Context: an optimization exercise on an open-source flow, tuned for small area, a short achievable clock period and few clock cycles. The choices shown serve that exercise and are no tape-out recipe.
Function was checked by simulation only, so behaviour that the tests miss may differ from the original.

==> inputs of v29 <==
## nyate_core
module nyate_core (
    input  wire        clk,
    input  wire        rst,           
    input  wire [15:0] ilen,          
    input  wire [10:0] dlen,          
    output wire [14:0] imem_addr,
    input  wire [35:0] imem_rdata,
    output wire [15:0] dmem_addr,
    output wire        dmem_we,
    output wire [17:0] dmem_wdata,
    input  wire [17:0] dmem_rdata,
    output reg         halted,
    output reg  [3:0]  fault_cause,
    output reg  [17:0] fault_detail
);
    localparam K  = 2;           
    localparam NM = 18 / K;      
    localparam [3:0] F_ILLEGAL    = 4'd1;
    localparam [3:0] F_CODE_RANGE = 4'd2;
    localparam [3:0] F_DATA_RANGE = 4'd3;
    localparam [3:0] F_DIV_ZERO   = 4'd5;
    localparam [3:0] F_TRAP       = 4'd9;
    localparam SW_Z = 0, SW_N = 1, SW_C = 2, SW_V = 3, SW_SO = 4, SW_DZ = 5,
               SW_TRAP_DZ = 8;
    localparam [8:0] SW_MASK = 9'h13F;
    reg [17:0] regs [0:15];
    reg [8:0]  sw;
    reg [15:0] d_pc;             
    reg        e_valid;
    reg [3:0]  e_step;
    reg [3:0]  e_rd;
    reg [17:0] e_a, e_b, e_imm;
    reg [18:0] e_acc;            
    reg        e_qneg, e_rneg;
    reg        e_pf;             
    reg [3:0]  e_pcause;
    reg        e_arith, e_sub, e_usec, e_wr, e_neg, e_abs, e_log, e_shf;
    reg [1:0]  e_lop;
    reg [2:0]  e_sop;
    reg        e_rdsw, e_wrsw, e_mul, e_div, e_sgn, e_ld, e_st;
    reg        e_br, e_jal, e_jr, e_trap;
    wire run = !halted;
    wire [35:0] ins = imem_rdata;
    wire [17:0] imm = ins[35:18];
    wire [5:0]  op  = ins[17:12];
    wire [3:0]  rd  = ins[11:8];
    wire [3:0]  ra  = ins[7:4];
    wire [3:0]  rb  = ins[3:0];
    wire rd0 = (rd == 4'd0), ra0 = (ra == 4'd0), rb0 = (rb == 4'd0),
         imm0 = (imm == 18'd0);
    reg illegal;
    always @(*) begin
        illegal = 1'b0;
        if (op == 6'h00)                           
            illegal = !(rd0 && ra0 && rb0 && imm0);
        else if (op == 6'h01)                      
            illegal = !(ra0 && rb0);
  ...
Settings: LEC_CHECK=0, CAP_MARGIN=20, CORE_MARGIN=2, CORE_UTILIZATION=40, SLEW_MARGIN=20; clock period 14.0 ns.
run.sh (not shown) runs the stock make flow with config.mk's settings and CLKGATE_MAP_FILE= SYNTH_SCRIPT=/design/flow/synth_recipe.tcl, a recipe that flattens the netlist after the stock synthesis.
==> v33 (differences from v29) <==
--- a/flow/design.v
+++ b/flow/design.v
@@ -9,15 +9,15 @@
     output wire        dmem_we,
     output wire [17:0] dmem_wdata,
     input  wire [17:0] dmem_rdata,
     output reg         halted,
     output reg  [3:0]  fault_cause,
     output reg  [17:0] fault_detail
 );
-    localparam K  = 2;           
+    localparam K  = 3;           
     localparam NM = 18 / K;      
     localparam [3:0] F_ILLEGAL    = 4'd1;
     localparam [3:0] F_CODE_RANGE = 4'd2;
     localparam [3:0] F_DATA_RANGE = 4'd3;
     localparam [3:0] F_DIV_ZERO   = 4'd5;
     localparam [3:0] F_TRAP       = 4'd9;
     localparam SW_Z = 0, SW_N = 1, SW_C = 2, SW_V = 3, SW_SO = 4, SW_DZ = 5,
@@ -114,16 +114,15 @@
             2'd2: log_r = e_a ^ e_b;
             default: log_r = e_b;
         endcase
     end
     wire [17:0] k      = e_b;
     wire        k_hi0  = (k[17:5] == 13'd0);
     wire        k_lt19 = k_hi0 && (k[4:0] < 5'd19);
-    wire        k_lt18 = k_hi0 && (k[4:0] < 5'd18);
-    wire        k_ge18 = !k_lt18;
+    wire        k_ge18 = !(k_hi0 && (k[4:0] < 5'd18));
     wire [16:0] kq     = k[17:1];
     wire [4:0]  kpos   = kq[2:0] + kq[8:6] + kq[14:12];
     wire [4:0]  kneg   = kq[5:3] + kq[11:9] + {1'b0, kq[16:15]};
     wire [5:0]  kalt   = {1'b0, kpos} + 6'd18 - {1'b0, kneg};    
     reg  [3:0]  kmod9;
     always @(*) begin
         case (kalt)
@@ -134,17 +133,15 @@
             6'd4, 6'd13, 6'd22, 6'd31:        kmod9 = 4'd4;
             6'd5, 6'd14, 6'd23, 6'd32:        kmod9 = 4'd5;
             6'd6, 6'd15, 6'd24, 6'd33:        kmod9 = 4'd6;
             6'd7, 6'd16, 6'd25, 6'd34:        kmod9 = 4'd7;
             default:                          kmod9 = 4'd8;
         endcase
     end
-    wire        rot_pre = e_shf && e_sop[2:1] != 2'd0 && e_sop != 3'd2 && !k_lt18
-                          && e_step == 4'd0;
-    wire [4:0]  rot_m  = (e_step != 4'd0) ? e_imm[4:0] : k[4:0];
+    wire [4:0]  rot_m  = {kmod9, k[0]};
     reg  [4:0]  sh_s;
     reg  [37:0] sh_v;
     always @(*) begin
         case (e_sop)
             3'd0:    begin sh_v = {1'b0, e_a, 18'd0, 1'b0};      sh_s = 5'd18 - k[4:0]; end
             3'd1:    begin sh_v = {19'd0, e_a, 1'b0};            sh_s = k[4:0]; end
             3'd2:    begin sh_v = {{19{e_a[17]}}, e_a, 1'b0};    sh_s = k_ge18 ? 5'd18 : k[4:0]; end
@@ -253,21 +250,20 @@
     wire div_dz  = e_div && (e_step == 4'd0) && bzero;
     wire ld_end  = e_ld && (e_step == 4'd1);
     reg  e_last;
     always @(*) begin
         if (e_ld)       e_last = ld_end;
         else if (e_mul) e_last = mul_end;
         else if (e_div) e_last = div_end || div_dz;
-        else if (e_shf) e_last = !rot_pre;
         else            e_last = 1'b1;
     end
     wire stall = e_valid && !e_last;
     wire blk   = (e_jal && trange) || (e_div && bzero && sw[SW_TRAP_DZ]);
     wire act   = e_valid && run && !blk;
-    wire single = e_valid && e_last && (e_arith || e_abs || e_log || e_shf || e_rdsw);
+    wire single = e_first && (e_arith || e_abs || e_log || e_shf || e_rdsw);
     reg [17:0] res;
     always @(*) begin
         res = 18'd0;
         if (e_arith || e_abs) res = add_r;
         if (e_log)            res = log_r;
         if (e_shf)            res = sh_r;
         if (e_rdsw)           res = {9'd0, sw};
@@ -325,16 +321,16 @@
             if (e_shf)    sw_n[SW_C] = sh_c;
             if (e_arith || e_abs) begin
                 sw_n[SW_V] = add_v;
                 if (add_v) sw_n[SW_SO] = 1'b1;
             end
         end
     end
-    wire sw_we = act && ((e_first && (e_wrsw || e_arith || e_abs || e_log || div_dz))
-                         || (e_shf && !rot_pre) || mul_end || div_end);
+    wire sw_we = act && (e_first ? (e_wrsw || e_arith || e_abs || e_log || e_shf || div_dz)
+                                 : (mul_end || div_end));
     wire [15:0] next_pc = take ? {1'b0, tgt} : (stall ? d_pc : d_pc1);
     assign imem_addr = rst ? 15'd0 : next_pc[14:0];
     wire d_go = run && !stall && !take;
     assign dmem_addr  = maddr[15:0];
     assign dmem_we    = e_valid && run && e_st && !mrange;
     assign dmem_wdata = e_b;
     integer i;
@@ -360,16 +356,14 @@
             d_pc <= next_pc;
             if (stall) begin
                 e_step <= e_step + 4'd1;
                 if (e_mul) begin
                     e_acc <= mul_acc[18:0];
                     e_b   <= mul_q;
                 end
-                if (e_shf)
-                    e_imm[4:0] <= {kmod9, k[0]};
                 if (e_div) begin
                     if (e_step == 4'd0) begin
                         e_imm  <= (e_sgn && e_a[17]) ? add_r : e_a;
                         e_acc  <= 19'd0;
                         e_qneg <= e_sgn && (e_a[17] != e_b[17]);
                         e_rneg <= e_sgn && e_a[17];
                     end else begin
==> v16 (differences from v29) <==
--- a/flow/design.v
+++ b/flow/design.v
@@ -11,14 +11,16 @@
     input  wire [17:0] dmem_rdata,
     output reg         halted,
     output reg  [3:0]  fault_cause,
     output reg  [17:0] fault_detail
 );
     localparam K  = 2;           
     localparam NM = 18 / K;      
+    localparam KM = 6;           
+    localparam NMM = 18 / KM;    
     localparam [3:0] F_ILLEGAL    = 4'd1;
     localparam [3:0] F_CODE_RANGE = 4'd2;
     localparam [3:0] F_DATA_RANGE = 4'd3;
     localparam [3:0] F_DIV_ZERO   = 4'd5;
     localparam [3:0] F_TRAP       = 4'd9;
     localparam SW_Z = 0, SW_N = 1, SW_C = 2, SW_V = 3, SW_SO = 4, SW_DZ = 5,
                SW_TRAP_DZ = 8;
@@ -27,22 +29,23 @@
     reg [8:0]  sw;
     reg [15:0] d_pc;             
     reg        e_valid;
     reg [3:0]  e_step;
     reg [3:0]  e_rd;
     reg [17:0] e_a, e_b, e_imm;
     reg [18:0] e_acc;            
+    reg [12:0] e_w;              
     reg        e_qneg, e_rneg;
     reg        e_pf;             
     reg [3:0]  e_pcause;
     reg        e_arith, e_sub, e_usec, e_wr, e_neg, e_abs, e_log, e_shf;
     reg [1:0]  e_lop;
     reg [2:0]  e_sop;
     reg        e_rdsw, e_wrsw, e_mul, e_div, e_sgn, e_ld, e_st;
-    reg        e_br, e_jal, e_jr, e_trap;
+    reg        e_br, e_jal, e_jr, e_trap, e_pred;
     wire run = !halted;
     wire [35:0] ins = imem_rdata;
     wire [17:0] imm = ins[35:18];
     wire [5:0]  op  = ins[17:12];
     wire [3:0]  rd  = ins[11:8];
     wire [3:0]  ra  = ins[7:4];
     wire [3:0]  rb  = ins[3:0];
@@ -84,28 +87,30 @@
     end
     wire d_pcflt = (d_pc >= ilen);
     wire d_pf    = d_pcflt || illegal;
     wire ok      = !d_pf;
     wire is_alu  = (op >= 6'h02 && op <= 6'h1B);
     wire is_st   = (op == 6'h25);
     wire is_jal  = (op == 6'h37);
+    wire is_br   = (op == 6'h36);
+    wire d_pred  = is_jal || (is_br && (rd0 || ({1'b0, imm[14:0]} <= d_pc)));
     wire use_imm = (is_alu && op[0]) || op == 6'h01 || op == 6'h1C || op == 6'h1D;
     wire [15:0] wen;
     wire [17:0] bus_e, bus_o;
-    wire [3:0]  bidx = is_st ? rd : rb;
+    wire [3:0]  bidx = (op[5] && op[2]) ? rd : rb;
     wire [17:0] fwd_a = wen[ra]   ? (ra[0]   ? bus_o : bus_e) : regs[ra];
     wire [17:0] fwd_b = wen[bidx] ? (bidx[0] ? bus_o : bus_e) : regs[bidx];
     wire [15:0] d_pc1 = d_pc + 16'd1;
     wire e_first = e_valid && (e_step == 4'd0);
     wire cin     = sw[SW_C];
     wire        swap   = e_neg || ((e_abs || (e_div && e_sgn)) && e_a[17]);
     wire [17:0] add_x  = swap ? 18'd0 : e_a;
     wire [17:0] add_y0 = swap ? e_a : e_b;
     wire [17:0] add_y  = e_sub ? ~add_y0 : add_y0;
-    wire        add_ci = e_sub ? !(e_usec && cin) : (e_usec && cin);
+    wire        add_ci = e_sub ? !(e_usec && cin) : ((e_usec && cin) || (e_mul && e_sgn));
     wire [18:0] add_t  = {1'b0, add_x} + {1'b0, add_y} + {18'd0, add_ci};
     wire [17:0] add_r  = add_t[17:0];
     wire        add_c  = e_sub ? !add_t[18] : add_t[18];
     wire        add_v  = (add_x[17] == add_y[17]) && (add_r[17] != add_x[17]);
     reg [17:0] log_r;
     always @(*) begin
         case (e_lop)
@@ -161,48 +166,50 @@
             3'd0:    sh_c = sh_zero ? 1'b0 : sh_w[19];
             3'd1:    sh_c = sh_zero ? 1'b0 : sh_w[0];
             3'd2:    sh_c = sh_w[0];
             3'd3:    sh_c = (rot_m != 5'd0) && sh_w[1];
             default: sh_c = (rot_m != 5'd0) && sh_w[18];
         endcase
     end
-    reg [19:0] mul_acc;
-    reg [17:0] mul_q;
-    reg [19:0] mul_s;
-    reg [19:0] mul_x;
+    reg [17:0] ms, mc, mq, pp, fs;
     integer j;
     always @(*) begin
-        mul_acc = {e_acc[18], e_acc};
-        mul_q   = e_b;
-        for (j = 0; j < K; j = j + 1) begin
-            mul_x = mul_q[0] ? (e_sgn ? {{2{e_a[17]}}, e_a} : {2'b0, e_a}) : 20'd0;
-            if (e_sgn && j == K - 1 && e_step == NM - 1)
-                mul_s = mul_acc - mul_x;
-            else
-                mul_s = mul_acc + mul_x;
-            mul_q   = {mul_s[0], mul_q[17:1]};
-            mul_acc = {mul_s[19], mul_s[19:1]};
+        ms = e_acc[17:0];
+        mc = e_imm;
+        mq = e_b;
+        for (j = 0; j < KM; j = j + 1) begin
+            pp = mq[0] ? e_a : 18'd0;
+            if (e_sgn) begin
+                if (j == KM - 1 && e_step == NMM - 1)
+                    pp[16:0] = ~pp[16:0];
+                else
+                    pp[17] = ~pp[17];
+            end
+            fs = ms ^ mc ^ pp;
+            mc = (ms & mc) | (ms & pp) | (mc & pp);
+            mq = {fs[0], mq[17:1]};
+            ms = {1'b0, fs[17:1]};
         end
     end
+    wire [17:0] mul_hi = {add_r[17] ^ e_sgn, add_r[16:0]};
     wire        bneg  = e_sgn && e_b[17];
-    wire [19:0] dv_y  = bneg ? {{2{e_b[17]}}, e_b} : ~{2'b0, e_b};
-    reg  [18:0] dv_r;
-    reg  [17:0] dv_q;
-    reg  [18:0] dv_t;
-    reg  [19:0] dv_d;
-    always @(*) begin
-        dv_r = e_acc;
-        dv_q = e_imm;
-        for (j = 0; j < K; j = j + 1) begin
-            dv_t = {dv_r[17:0], dv_q[17]};
-            dv_d = {1'b0, dv_t} + dv_y + {19'd0, !bneg};
-            dv_q = {dv_q[16:0], !dv_d[19]};
-            dv_r = dv_d[19] ? dv_t : dv_d[18:0];
-        end
-    end
+    wire        bpos1 = !bneg;
+    wire [20:0] dv_y  = bneg ? {{3{e_b[17]}}, e_b} : ~{3'b0, e_b};
+    wire [20:0] dv_y2 = {dv_y[19:0], bpos1};
+    wire [20:0] dv_T  = {1'b0, e_acc[17:0], e_imm[17:16]};
+    wire [20:0] dv_d1 = dv_T + dv_y + {20'd0, bpos1};
+    wire [20:0] dv_d2 = dv_T + dv_y2 + {20'd0, bpos1};
+    wire [20:0] dv_cs = dv_T ^ dv_y ^ dv_y2;
+    wire [20:0] dv_cc = {(dv_T[19:0] & dv_y[19:0]) | (dv_T[19:0] & dv_y2[19:0]) |
+                         (dv_y[19:0] & dv_y2[19:0]), bpos1};
+    wire [20:0] dv_d3 = dv_cs + dv_cc + {20'd0, bpos1};
+    wire        dv_ge1 = !dv_d1[20], dv_ge2 = !dv_d2[20], dv_ge3 = !dv_d3[20];
+    wire [17:0] dv_r  = dv_ge3 ? dv_d3[17:0] : dv_ge2 ? dv_d2[17:0] :
+                        dv_ge1 ? dv_d1[17:0] : dv_T[17:0];
+    wire [17:0] dv_q  = {e_imm[15:0], dv_ge2, dv_ge3 || (dv_ge1 && !dv_ge2)};
     wire [17:0] dv_qf = e_qneg ? (18'd0 - e_imm) : e_imm;
     wire [17:0] dv_rf = e_rneg ? (18'd0 - e_acc[17:0]) : e_acc[17:0];
     wire        dv_vf = e_sgn && !e_qneg && e_imm[17];
     wire        bzero = (e_b == 18'd0);
     reg cond;
     always @(*) begin
         case (e_rd)
@@ -223,16 +230,21 @@
             4'd14: cond = sw[SW_Z] || (sw[SW_N] != sw[SW_V]);
             default: cond = sw[SW_SO];
         endcase
     end
     wire [14:0] tgt    = e_jr ? e_a[14:0] : e_imm[14:0];
     wire        trange = ({1'b0, tgt} >= ilen);
     wire        take   = e_valid && (e_jal || e_jr || (e_br && cond));
+    wire        redir  = e_valid && (e_jr || (e_br && (cond != e_pred)));
+    wire [15:0] redir_pc = (e_br && e_pred) ? e_b[15:0] : {1'b0, tgt};
     wire [17:0] maddr  = e_a + e_imm;
-    wire        mrange = (maddr >= {1'b0, dlen, 6'd0});
+    wire [6:0]  m_lo   = {1'b0, e_a[5:0]} + {1'b0, e_imm[5:0]};
+    wire [12:0] m_u    = {1'b0, e_a[17:6]} + {1'b0, e_imm[17:6]} + {12'd0, m_lo[6]};
+    wire [13:0] m_v    = {2'b0, e_a[17:6]} + {e_w[12], e_w} + {13'd0, m_lo[6]};
+    wire        mrange = !m_v[13] && (!m_u[12] || m_v[12]);
     reg        flt;
     reg [3:0]  flt_cause;
     reg [17:0] flt_detail;
     always @(*) begin
         flt = 1'b0; flt_cause = 4'd0; flt_detail = 18'd0;
         if (e_first) begin
             if (e_pf) begin
@@ -244,15 +256,15 @@
             end else if (take && trange) begin
                 flt = 1'b1; flt_cause = F_CODE_RANGE; flt_detail = {3'd0, tgt};
             end else if (e_div && bzero && sw[SW_TRAP_DZ]) begin
                 flt = 1'b1; flt_cause = F_DIV_ZERO; flt_detail = 18'd0;
             end
         end
     end
-    wire mul_end = e_mul && (e_step == NM);
+    wire mul_end = e_mul && (e_step == NMM);
     wire div_end = e_div && (e_step == NM + 1);
     wire div_dz  = e_div && (e_step == 4'd0) && bzero;
     wire ld_end  = e_ld && (e_step == 4'd1);
     reg  e_last;
     always @(*) begin
         if (e_ld)       e_last = ld_end;
         else if (e_mul) e_last = mul_end;
@@ -276,15 +288,15 @@
     reg [17:0] wd1, wd2;
     always @(*) begin
         we1 = 1'b0; we2 = 1'b0;
         wd1 = res;  wd2 = res;
         if (ld_end) begin
             we1 = 1'b1; wd1 = dmem_rdata; wd2 = dmem_rdata;
         end else if (mul_end) begin
-            we1 = 1'b1; we2 = 1'b1; wd1 = e_b; wd2 = e_acc[17:0];
+            we1 = 1'b1; we2 = 1'b1; wd1 = e_imm; wd2 = mul_hi;
         end else if (div_end) begin
             we1 = 1'b1; we2 = 1'b1; wd1 = dv_qf; wd2 = dv_rf;
         end else if (div_dz) begin
             we1 = 1'b1; we2 = 1'b1; wd1 = 18'd0; wd2 = e_a;
         end else if (single) begin
             we1 = e_wr;
         end
@@ -303,16 +315,16 @@
     assign bus_o = we2 ? wd2 : wd1;
     reg [8:0] sw_n;
     always @(*) begin
         sw_n = sw;
         if (e_wrsw) begin
             sw_n = e_a[8:0] & SW_MASK;
         end else if (mul_end) begin
-            sw_n[SW_Z] = (e_b == 18'd0) && (e_acc[17:0] == 18'd0);
-            sw_n[SW_N] = e_acc[17];
+            sw_n[SW_Z] = (e_imm == 18'd0) && (mul_hi == 18'd0);
+            sw_n[SW_N] = mul_hi[17];
             sw_n[SW_C] = 1'b0;
             sw_n[SW_V] = 1'b0;
         end else if (div_end || div_dz) begin
             sw_n[SW_Z] = (wd1 == 18'd0);
             sw_n[SW_N] = wd1[17];
             sw_n[SW_C] = 1'b0;
             sw_n[SW_V] = div_end && dv_vf;
@@ -327,17 +339,18 @@
                 sw_n[SW_V] = add_v;
                 if (add_v) sw_n[SW_SO] = 1'b1;
             end
         end
     end
     wire sw_we = act && ((e_first && (e_wrsw || e_arith || e_abs || e_log || div_dz))
                          || (e_shf && !rot_pre) || mul_end || div_end);
-    wire [15:0] next_pc = take ? {1'b0, tgt} : (stall ? d_pc : d_pc1);
+    wire [15:0] next_pc = redir ? redir_pc :
+                          stall ? d_pc : (d_pred ? {1'b0, imm[14:0]} : d_pc1);
     assign imem_addr = rst ? 15'd0 : next_pc[14:0];
-    wire d_go = run && !stall && !take;
+    wire d_go = run && !stall && !redir;
     assign dmem_addr  = maddr[15:0];
     assign dmem_we    = e_valid && run && e_st && !mrange;
     assign dmem_wdata = e_b;
     integer i;
     always @(posedge clk) begin
         for (i = 0; i < 16; i = i + 1)
             if (rst || wen[i])
@@ -357,37 +370,46 @@
                 fault_cause  <= flt_cause;
                 fault_detail <= flt_detail;
             end
             d_pc <= next_pc;
             if (stall) begin
                 e_step <= e_step + 4'd1;
                 if (e_mul) begin
-                    e_acc <= mul_acc[18:0];
-                    e_b   <= mul_q;
+                    if (e_step == NMM - 1) begin
+                        e_a   <= ms;
+                        e_b   <= mc;
+                        e_imm <= mq;
+                    end else begin
+                        e_acc <= {1'b0, ms};
+                        e_imm <= mc;
+                        e_b   <= mq;
+                    end
                 end
                 if (e_shf)
                     e_imm[4:0] <= {kmod9, k[0]};
                 if (e_div) begin
                     if (e_step == 4'd0) begin
                         e_imm  <= (e_sgn && e_a[17]) ? add_r : e_a;
                         e_acc  <= 19'd0;
                         e_qneg <= e_sgn && (e_a[17] != e_b[17]);
                         e_rneg <= e_sgn && e_a[17];
                     end else begin
                         e_imm <= dv_q;
-                        e_acc <= dv_r;
+                        e_acc <= {1'b0, dv_r};
                     end
                 end
             end else begin
                 e_valid <= d_go;
                 e_step  <= 4'd0;
                 e_acc   <= 19'd0;
                 e_rd    <= rd;
                 e_a     <= fwd_a;
-                e_b     <= use_imm ? imm : (is_jal ? {2'd0, d_pc1} : fwd_b);
+                e_b     <= use_imm ? imm : ((is_jal || is_br) ? {2'd0, d_pc1} : fwd_b);
+                e_pred  <= d_pred;
+                e_w     <= {1'b0, imm[17:6]} - {2'b0, dlen};
                 e_imm   <= d_pcflt ? {2'd0, d_pc} : (illegal ? ins[17:0] : imm);
                 e_pf    <= d_pf;
                 e_pcause <= d_pcflt ? F_CODE_RANGE : F_ILLEGAL;
                 e_arith <= ok && ((op >= 6'h02 && op <= 6'h11) && !(op >= 6'h0A && op <= 6'h0F)
                                   || op == 6'h1C);
                 e_sub   <= (op >= 6'h06 && op <= 6'h11) || op == 6'h1C || op == 6'h1D
                            || op == 6'h21;
==> run notes <==
|  | v29 | v33 | v16 |
|---|---|---|---|
| Outcome | complete, no violations | complete, no violations | complete, no violations |
| Worst path depth | 21 | 44 | 12 |
| Site Rows | 111 | 113 | 117 |
| Global-route wire length before repair | 261 mm | 254 mm | 291 mm |
| HPWL reported at the end of detailed placement | 134 mm | 130 mm | 151 mm |
| Max Clk Rate | 0.114 GHz | 0.0814 GHz | 0.0965 GHz |
| Final cell utilization of the core | 45.7% | 45.5% | 45.5% |
| Worst setup startpoint | e_a[0]$_DFFE_PP_ | e_b[17]$_DFFE_PP_ | imem_rdata[14] |
| Number of flip-flops and latches | 445 | 445 | 458 |
| Cell count of the worst reg-to-reg path | 28 | 44 | 19 |
| Clock buffer and inverter area fraction after layout | 3.60% | 4.01% | 3.62% |
| Required time of the critical path | 11,200 ps | 14,400 ps | 11,200 ps |
| #FFs+latches synth | 445 | 445 | 458 |
| Clock sinks | 445 | 445 | 458 |
| Maximum number of pins on one net before global-route repair | 83 | 66 | 73 |
| Post-synthesis compound-gate area fraction | 27.8% | 25.4% | 26.3% |
| Number of multi-input combinational cells in the layout | 3,339 | 3,389 | 3,654 |
| Sequential Area | 12,900 um2 | 12,900 um2 | 13,200 um2 |
| Final standard cell count with taps included and fillers excluded | 5,594 | 5,706 | 6,198 |
| DP Cell Count | 5,500 | 5,609 | 6,097 |
| Horizontal extent of the die | 309 um | 312 um | 325 um |
| P&R area growth vs syn | 12.8% | 13.2% | 12.6% |
Testbench counts of v29, summed over its fixed seeds: cycles 83,756.
Testbench counts of v33, summed over its fixed seeds: cycles 75,763.
Testbench counts of v16, summed over its fixed seeds: cycles 70,415.

-- re-timing with driven ports --
No port has a modelled driver above. Below, the same layouts with a new extraction and two added sets of constraints.
Step 1, drivers: a clkbuf_16 drives clk and a buf_2 each remaining input, both assumed.
Step 2 times the ports against the registers' clock, not the clock port: input delays grow and output delays shrink by t, the midpoint of the rising clock arrivals with the driver on.
a / b / c = ideal ports / drivers / drivers and shift; a / b = the first two.
| run | t (ns) | slack for setup (ns) | worst setup path at the end | slew at the worst register clock pin (ns) |
|---|---|---|---|---|
| v29 | 0.683 | 5.197 / 5.129 / 5.266 | input to output | 0.07 / 0.07 |
| v33 | 0.739 | 1.714 / 1.714 / 1.714 | register to register | 0.07 / 0.07 |
| v16 | 0.730 | 3.641 / 3.617 / 3.617 | input to output | 0.09 / 0.09 |
After both steps every run listed still meets setup and hold. The setup slack of v16, which loses most, moves by -0.024 ns with the drivers and by -0.024 ns with both steps.
